This is an optimization exercise on Yosys and OpenROAD, whose aim is small area, a short achievable clock period and few clock cycles per item, not a production implementation. Function was not checked in any run shown here: the RTL went through the layout flow alone.

==> flow/design.v (outline; a module is shown in full before it is edited, if it fits) <==
// module sr_gen: 2707 lines
// module sr_fa: 10 lines
// module sr_x3: 8 lines
module sr_gen (
    input  wire        clk,
    input  wire        rst,
    input  wire        in_valid,
    output wire        in_ready,
    input  wire        in_load,
    input  wire [63:0] in_j,
    input  wire [63:0] in_s,
    input  wire [31:0] in_t,
    input  wire [47:0] in_x,
    output wire        out_valid,
    input  wire        out_ready,
    output wire [23:0] out_u
);
  // ...
==> flow/run.sh <==
#!/bin/bash
# synth_recipe.tcl (not shown) runs the flow's synth.tcl, then flattens the netlist and writes it again
# the make line also repeats each setting of config.mk as NAME=value (left out here)
make -C /OpenROAD-flow-scripts/flow DESIGN_CONFIG=/design/flow/config.mk WORK_HOME=/design/flow/orfs CLKGATE_MAP_FILE= SYNTH_SCRIPT=/design/flow/synth_recipe.tcl finish
==> flow/config.mk <==
export PLATFORM = sky130hd
export DESIGN_NAME = sr_gen
export DESIGN_NICKNAME = sr_gen
export VERILOG_FILES = /design/flow/design.v
export SDC_FILE = /design/flow/constraint.sdc
export NUM_CORES = 4
export LEC_CHECK = 0
export CAP_MARGIN = 50
export CORE_MARGIN = 2
export CORE_UTILIZATION = 50
export PLACE_DENSITY = 0.65
export SETUP_SLACK_MARGIN = 0.4
export SLEW_MARGIN = 80
export SYNTH_HIERARCHICAL = 1
==> flow/constraint.sdc <==
create_clock -name core_clock -period 12.0 [get_ports {clk}]
set_input_delay 2.4000 -clock core_clock [delete_from_list [all_inputs] [get_ports {clk}]]
set_output_delay 2.4000 -clock core_clock [all_outputs]
set_load 0.01 [all_outputs]
==> results_dict.tcl, run 1 <==
set metrics [dict create \
    clk_pin_slew_worst_paths_ns 0.06 \
    synth.area.top_cells "fa_1, dfxtp_1, edfxtp_1, ha_1, xnor2_1" \
    grt_pass1_vias 41676 \
    portBuffers 238 \
    outcome "timing/DRC/antenna clean" \
    synthTopCellsByCount "fa_1, dfxtp_1, a21oi_1" \
    clock_latency_ns 0.71 \
    netlist_area_sq_um 56700 \
    fillers 8534 \
    worstHoldStart "a2[0]$_DFF_P_" \
    num_tap_cells 1500 \
    grt_max_degree 43 \
    syn2layout_area_growth_pct 21.1 \
    multi_input_area_sq_um 40800 \
    drv_cap 0 \
    min_period_over_period_pct 37.7 \
    drt_first_pass_iters 7 \
    n_all_buffers 497 \
    use_met2_pct 55.0 \
    cts_made_buffers 84 \
    drcViolationCount 0 \
    cp_cell_sequence "ha_1 > or4_4 > o22a_1 > o31a_4 > a31oi_4 > buf_2 > a21oi_4 > a31oi_4 > o21ai_4 > buf_4 > buf_4 > nor3b_4 > o41ai_4 > clkdlybuf4s50_1 > buf_1 > buf_1 > a41oi_4 > xor2_1" \
    wl_met3_um 21100 \
    diodes 1 \
    routedLengthMet1_um 69700 \
    hold_buffers 0 \
    synthSimpleGateAreaFrac_pct 5.56 \
    postCtsSetupBuffers 0 \
    synthAdderAreaFrac_pct 46.0 \
    multi_input_cells 3178 \
    largestRegisters "fifo: 120 flops, cs1: 118 flops, cs2: 109 flops" \
    async_flop_share_pct 0 \
    dr.max_layer_used "met5" \
    dominant_cells "multi-input combinational cells" \
    die_y_um 341 \
    hold_path_depth 0 \
    path_buf_inv 6 \
    yosys_register_bits 748 \
    largest-register "fifo" \
]
==> run 2: changes to the inputs <==
==> flow/flow/run.sh (new file) <==
#!/bin/bash
# Layout: the standard flow (standard.sh), with the standard synthesis
# unchanged. After synthesis the delay cells (clkdlybuf4s*, dlygate*,
# dlymetal*) are added to the don't-use list, so that port buffering and the
# repair of slew and long wires use plain buffers. Each step's output goes to
# a log file in this folder.
set -euo pipefail
bash standard.sh synth > synth.log 2>&1
DU=""
for c in clkdlybuf4s15_1 clkdlybuf4s15_2 clkdlybuf4s18_1 clkdlybuf4s18_2 \
         clkdlybuf4s25_1 clkdlybuf4s25_2 clkdlybuf4s50_1 clkdlybuf4s50_2 \
         dlygate4sd1_1 dlygate4sd2_1 dlygate4sd3_1 \
         dlymetal6s2s_1 dlymetal6s4s_1 dlymetal6s6s_1; do
  DU="$DU sky130_fd_sc_hd__$c"
done
DONT_USE_CELLS="$DU" bash standard.sh finish > layout.log 2>&1
==> flow/standard.sh (new file) <==
#!/bin/bash
# synth_recipe.tcl (not shown) runs the flow's synth.tcl, then flattens the netlist and writes it again
# the make line also repeats each setting of config.mk as NAME=value (left out here)
make -C /OpenROAD-flow-scripts/flow DESIGN_CONFIG=/design/flow/config.mk WORK_HOME=/design/flow/orfs CLKGATE_MAP_FILE= SYNTH_SCRIPT=/design/flow/synth_recipe.tcl "${@:-finish}"
removed: flow/run.sh
==> run 2 against run 1 <==
Still clean. Clock-buffer cell count stayed put. Final cell count is the same. Die area is the same. Area after synthesis is the same. Worst setup slack stayed put. Fmax unchanged. Non-clock buffer count unchanged.
==> results_dict.tcl, run 2 <==
set metrics [dict create \
    grt_setup_unrepaired "no" \
    grt_pass1_wl_um 281000 \
    endpoint_kind "flip-flop" \
    yosys.area.top_type "fa_1" \
    clk_path_buf_depth 3 \
    cp_cell_sequence "ha_1 > or4_4 > o22a_1 > o31a_4 > a31oi_4 > buf_2 > a21oi_4 > a31oi_4 > o21ai_4 > buf_4 > buf_4 > nor3b_4 > o41ai_4 > clkdlybuf4s50_1 > buf_1 > buf_1 > a41oi_4 > xor2_1" \
    vias_per_cell 6.07 \
    cts_made_buffers 84 \
    drt_first_pass_iters 7 \
    die_w_um 341 \
    async_flop_share_pct 0 \
    dp_hpwl_um 157000 \
    syn2layout_area_growth_pct 21.1 \
    largestRegisters "fifo: 120 flops, cs1: 118 flops, cs2: 109 flops" \
    worstHoldPathType "flip-flop to flip-flop" \
    hold_viol 0 \
    synth_top_area_share_pct 43.1 \
    cp_max_fo 4 \
    grt_pass1_vias 41676 \
    finClkSkew_ns 0.0739 \
    ant_nets 0 \
    post-route-min-period_ns 4.52 \
    num_rows 123 \
    htree_num_levels 3 \
    synth_edf_count 180 \
    netlist_area_sq_um 56700 \
    yosys_register_bits 748 \
    max-slew-margin-rel_pct 79.6 \
    crit_type "flip-flop to flip-flop" \
    postCtsSetupBuffers 0 \
    vias 38263 \
    drcViolationCount 0 \
    required_ns 12.60 \
    synthTopCellsByCount "fa_1, dfxtp_1, a21oi_1" \
    synth.area.top_cells "fa_1, dfxtp_1, edfxtp_1, ha_1, xnor2_1" \
    syn_nets 5847 \
    portBuffers 238 \
    die_y_um 341 \
    grtUsageTotal_pct 34.2 \
    synth-main-ff-cell "dfxtp_1" \
    mostFrequentLayoutCell "fa_1" \
    cpPeakStageDelay_ns 0.56 \
    overflow 0 \
    drt_iter0_drc 4222 \
    worstMarginPinSlew_ns 0.300 \
    start_kind "flip-flop" \
    gp_congestion 1.04 \
    routed_wl_um 195000 \
    crit_arrival_ns 5.12 \
    clock_latency_ns 0.71 \
    largest_reg_flops 120 \
    drv_cap 0 \
    finalSetupTns_ns 0 \
    final_area_sq_um 68600 \
    hold_buffers 0 \
    clk_pin_slew_worst_paths_ns 0.06 \
    outcome "timing/DRC/antenna clean" \
    min_period_over_period_pct 37.7 \
    syn_inst 4284 \
    finish.net_count 6295 \
    largest-register "fifo" \
    wl_per_cell_um 30.9 \
    cts_root_buffer "clkbuf_16" \
    fillers 8534 \
    grt_max_degree 43 \
    final_layout_size_suffix_gt1_share_pct 20.5 \
    cts_sinks 748 \
    fp.dieArea_sq_um 116000 \
    cts_tree "built" \
    place_area_sq_um 64900 \
    finalSetupViolCount 0 \
    timing.fmax_mhz 221 \
    synth_cell_type_count 92 \
    layout_common_cells "fa_1, dfxtp_1, nor2_1, clkdlybuf4s50_1, a21oi_1" \
    drv_slew 0 \
    core_area_sq_um 112000 \
    crit_slowest_cell "or4_4" \
    yosysMostFrequentCell "fa_1" \
    avgSynthCellArea_sq_um 13.2 \
    pin_count 239 \
    yosysSeqAreaShare_pct 29.6 \
    initial_core_util_pct 50.4 \
    cts_resized 0 \
    antenna_found_initial 3 \
    yosysWarnings 7 \
]
run 2: cell counts after synthesis:
No cell type changed its count.
run 2: path summary, 6_finish.rpt:
path	depth (start not counted)	startpoint	slack, ns	end
min	0	a2[0]$_DFF_P_	0.38	cs2[3]$_DFF_P_
min reg2reg	0	a2[0]$_DFF_P_	0.38	cs2[3]$_DFF_P_
max reg2reg	18	cs1[12]$_DFF_P_	7.48	a2[29]$_DFF_P_
max	18	cs1[12]$_DFF_P_	7.48	a2[29]$_DFF_P_
run 2: cells by family (layout without fill, tap and decap cells):
group | count (synthesis) | count (layout) | share of synthesized area [%]
AOI/OAI and AO/OA | 744 | 744 | 8.32
xor gates and xnor gates | 311 | 311 | 6.06
adders and majority gates | 1350 | 1350 | 46.0
buffers and inverters | 358 | 877 | 2.39
DFF | 748 | 748 | 29.6
muxes | 86 | 86 | 2.08
other | 0 | 1 | 0
and+or+nand+nor | 687 | 687 | 5.56
run 2: Yosys stat by module (local to each module, per instance):
| module | copies in the design | cells |
|---|---|---|
| sr_gen | 1 | 3022 |
| sr_x3 | 43 | 1 |
| sr_fa | 1219 | 1 |
run 2: through the flow:
stage / hold WS, ns / setup WS (ns) / instances / util (%)
finish: 0.383 / 7.48 / 6304 / 61.0
global route: 0.397 / 7.37 / 6303 / 61.0
CTS: 0.384 / 7.65 / 6289 / 60.4
detailed placement: 0.406 / 7.17 / 6132 / 57.7
global placement: 0.403 / 6.60 / 5962 / 54.2
floorplan: 0.400 / 5.47 / 4284 / -
run 2: area by class of cell:
class / count / area (sq um) / area share (%)
multi-input cells: 3178 / 40800 / 59.5
well taps: 1500 / 1880 / 2.73
clock buffers: 105 / 2310 / 3.37
flip-flops and latches: 748 / 17300 / 25.3
diodes: 1 / 2.50 / 0.00365
repair buffers: 497 / 4720 / 6.88
clock inverters: 52 / 727 / 1.06
inverters: 223 / 840 / 1.22
run 2: critical path: cells and delay by family (launching register included):
family / cells / cell delay (ns)
AO/OA/AOI/OAI: 8 / 1.40
XOR/XNOR: 1 / 0.28
adder cells (fa/ha/maj): 1 / 0.26
buffers and inverters: 6 / 1.35
flip-flops: 1 / 0.33
AND/OR/NAND/NOR: 2 / 0.82
run 2: metal layers:
layer	vias to the layer above	wire [um]	share of wire (%)	track usage, %
met4	2	11600	5.9	16.5
met3	615	21100	11	9.57
met1	19862	69700	36	43.0
met5	-	13	0.0067	0
met2	2476	92100	47	55.0
li1	15308	-	-	-
==> run 3: changes to the inputs <==
==> flow/flow/run.sh (replaced) <==
#!/bin/bash
# Layout: the standard flow (standard.sh) with the standard synthesis
# unchanged. After synthesis two things differ from the standard run:
#  - the port buffers are buf_2 cells instead of the delay cell that
#    buffer_ports picks by default (every port still gets its buffer);
#  - the delay cells (clkdlybuf4s*, dlygate*, dlymetal*) are added to the
#    platform's don't-use list, so the repair of slew, capacitance and long
#    wires uses plain buffers.
# Each tool's output goes to a log file of its own in this folder.
set -euo pipefail
bash standard.sh synth > synth.log 2>&1
FULL=$(make -s -C "$FLOW_HOME" DESIGN_CONFIG="$PWD/config.mk" WORK_HOME="$PWD/orfs" \
       print-DONT_USE_CELLS 2> print_dont_use.log | sed -n 's/^DONT_USE_CELLS: //p')
DU="$FULL"
for c in clkdlybuf4s15_1 clkdlybuf4s15_2 clkdlybuf4s18_1 clkdlybuf4s18_2 \
         clkdlybuf4s25_1 clkdlybuf4s25_2 clkdlybuf4s50_1 clkdlybuf4s50_2 \
         dlygate4sd1_1 dlygate4sd2_1 dlygate4sd3_1 \
         dlymetal6s2s_1 dlymetal6s4s_1 dlymetal6s6s_1; do
  DU="$DU sky130_fd_sc_hd__$c"
done
echo "DONT_USE_CELLS=$DU" > dont_use.txt
bash standard.sh "DONT_USE_CELLS=$DU" \
  "BUFFER_PORTS_ARGS=-buffer_cell sky130_fd_sc_hd__buf_2" finish > layout.log 2>&1
==> run 3 against run 2 <==
Still clean. Non-clock buffer count rose by 64. Clock-buffer cell count grew 11. Fmax up 2.6%. Register-to-register slack improved by 0.11 ns. Worst setup slack gained 0.11 ns. Hold slack gained 0.036 ns. Core utilization down 0.95 points. Die area unchanged. Global-route usage grew 0.32 points. Sequential share of layout area increased by 0.54 points.
==> results_dict.tcl, run 3 <==
set metrics [dict create \
    vias_per_cell 6.03 \
    yosys.area.top_type "fa_1" \
    multi_input_area_sq_um 40900 \
    routed_wl_um 197000 \
    antenna_found_initial 5 \
    crit_arrival_ns 4.98 \
    drt_first_pass_iters 6 \
    yosysWarnings 7 \
    drt_iter0_drc 4403 \
    start_kind "flip-flop" \
    clock_latency_ns 0.71 \
    finish.net_count 6357 \
    crit_slowest_cell "fa_1" \
    die_y_um 341 \
    clk_pin_slew_worst_paths_ns 0.07 \
    ff_latch_area_sq_um 17400 \
    grt_max_degree 73 \
    post-route-min-period_ns 4.41 \
    syn_inst 4284 \
    overflow 0 \
    ant_nets 0 \
    timing.fmax_mhz 227 \
    cts_sinks 748 \
    synth-main-ff-cell "dfxtp_1" \
    synth_edf_count 180 \
    grt_pass1_vias 41130 \
    die_w_um 341 \
    cts_resized 0 \
    num_rows 123 \
    cpPeakStageDelay_ns 0.52 \
    path_buf_inv 1 \
    finalSetupTns_ns 0 \
    largest_reg_flops 120 \
    hold-worst-slack_ns 0.419 \
    pin_count 239 \
    largest-register "fifo" \
    grt_pass1_wl_um 284000 \
    hold_buffers 0 \
    drv_slew 0 \
    yosys_register_bits 748 \
    cp_cell_sequence "buf_2 > fa_1 > fa_1 > fa_1 > fa_1 > fa_1 > fa_1 > fa_1 > fa_1" \
    required_ns 12.57 \
    cts_made_buffers 82 \
    async_flop_share_pct 0 \
    synth_top_area_share_pct 43.1 \
    cts_tree "built" \
    endpoint_kind "flip-flop" \
    fp.dieArea_sq_um 116000 \
    cp_max_fo 9 \
    max-slew-margin-rel_pct 80.3 \
    htree_num_levels 3 \
    synth.area.top_cells "fa_1, dfxtp_1, edfxtp_1, ha_1, xnor2_1" \
    mostFrequentLayoutCell "fa_1" \
    yosysSeqAreaShare_pct 29.6 \
    finalSetupViolCount 0 \
    grtUsageTotal_pct 34.5 \
    portBuffers 238 \
    largestRegisters "fifo: 120 flops, cs1: 118 flops, cs2: 109 flops" \
    grt_setup_unrepaired "no" \
    hold_viol 0 \
    initial_core_util_pct 50.4 \
    final_layout_size_suffix_gt1_share_pct 27.6 \
    postCtsSetupBuffers 0 \
    outcome "timing/DRC/antenna clean" \
    cp_common_cell "fa_1" \
    syn2layout_area_growth_pct 19.2 \
    netlist_area_sq_um 56700 \
    vias 38367 \
    drv_cap 0 \
    worstHoldPathType "flip-flop to flip-flop" \
    layout_common_cells "fa_1, buf_2, dfxtp_1, nor2_1, a21oi_1" \
    wl_per_cell_um 30.9 \
    cts_root_buffer "clkbuf_16" \
    drcViolationCount 0 \
    dp_hpwl_um 162000 \
    yosysMostFrequentCell "fa_1" \
    clk_path_buf_depth 3 \
    crit_type "flip-flop to flip-flop" \
    synth_cell_type_count 92 \
    min_period_over_period_pct 36.7 \
    worstMarginPinSlew_ns 0.287 \
    avgSynthCellArea_sq_um 13.2 \
    syn_nets 5847 \
    gp_congestion 1.03 \
    core_area_sq_um 112000 \
    path_delay_family "adder cells" \
    synthTopCellsByCount "fa_1, dfxtp_1, a21oi_1" \
    finClkSkew_ns 0.0524 \
    fillers 8723 \
]
==> run 3: per-layer routing <==
layer | wire length (um) | track usage [%]
met1 | 71000 | 44.1
met2 | 92800 | 54.9
met3 | 21300 | 9.55
met4 | 11900 | 16.5
met5 | 13 | 0
==> run 3: cell families (layout without fill, tap and decap cells) <==
| kind of cell | count (synthesis) | after routing | share of synthesized area [%] |
|---|---|---|---|
| other | 0 | 3 | 0 |
| DFF | 748 | 748 | 29.6 |
| and+or+nand+nor | 687 | 687 | 5.56 |
| adders and majority gates | 1350 | 1350 | 46.0 |
| buffers and inverters | 358 | 938 | 2.39 |
| AOI/OAI and AO/OA | 744 | 744 | 8.32 |
| xor gates and xnor gates | 311 | 311 | 6.06 |
| muxes | 86 | 86 | 2.08 |
==> run 3: metrics by stage <==
stage          utilization (%)  setup WS (ns)  instances  area, sq um
4_1_cts                   59.5           7.54       6351        67000
5_1_grt                   60.1           7.45       6364        67600
3_3_place_gp              53.0           6.50       5972        59600
3_5_place_dp              56.9           7.44       6197        64000
2_1_floorplan                -           5.47       4284        56700
6_report                  60.1           7.59       6367        67600
==> run 3: final cells by class <==
class	instances	share of cell area, %
Clock inverter	38	0.878
Tap cell	1500	2.78
Multi-Input combinational cell	3178	60.5
Clock buffer	116	3.53
Inverter	223	1.25
Timing Repair Buffer	561	5.28
Sequential cell	748	25.8
Antenna cell	3	0.0111
==> run 3: path summary, 6_finish.rpt <==
kind,startpoint,to,slack [ns],cells past startpoint
hold reg to reg,k3$_DFFE_PN_,k4$_DFFE_PN_,0.42,0
setup reg to reg,a2[4]$_DFF_P_,cs2[109]$_DFF_P_,7.59,9
hold / removal,k3$_DFFE_PN_,k4$_DFFE_PN_,0.42,0
setup / recovery,a2[4]$_DFF_P_,cs2[109]$_DFF_P_,7.59,9
==> run 3: modules after synthesis (local to each module, per instance) <==
module,cells,flip-flops and latches
sr_gen,3022,748
sr_x3,1,0
sr_fa,1,0

==> re-timing with driven ports <==
How much do the figures lean on ideal ports? The routed layouts below were timed once more, with nothing changed but the port constraints.
Step 1 (the two cells are an assumption about what drives the block):
set clk [get_ports {clk}]
set_driving_cell -lib_cell sky130_fd_sc_hd__clkbuf_16 $clk
set_driving_cell -lib_cell sky130_fd_sc_hd__buf_2 [delete_from_list [all_inputs] $clk]
Step 2 moves the port delays by t, midway between the first and last clock arrival at a register: inputs arrive t later, outputs are due t later. That takes back most of the time a late clock gives input paths.
a / b / c = ideal ports / drivers / drivers and shift; a / b = the first two.
| run | shift t [ns] | setup slack, ns | worst setup path after step 2 | slew at the worst register clock pin (ns) |
|---|---|---|---|---|
| run 1 | 0.748 | 7.480 / 7.480 / 7.145 | input to register | 0.07 / 0.07 |
| run 2 | 0.748 | 7.480 / 7.480 / 7.145 | input to register | 0.07 / 0.07 |
| run 3 | 0.746 | 7.592 / 7.592 / 7.502 | input to register | 0.07 / 0.07 |
After both steps every run listed still meets setup and hold.
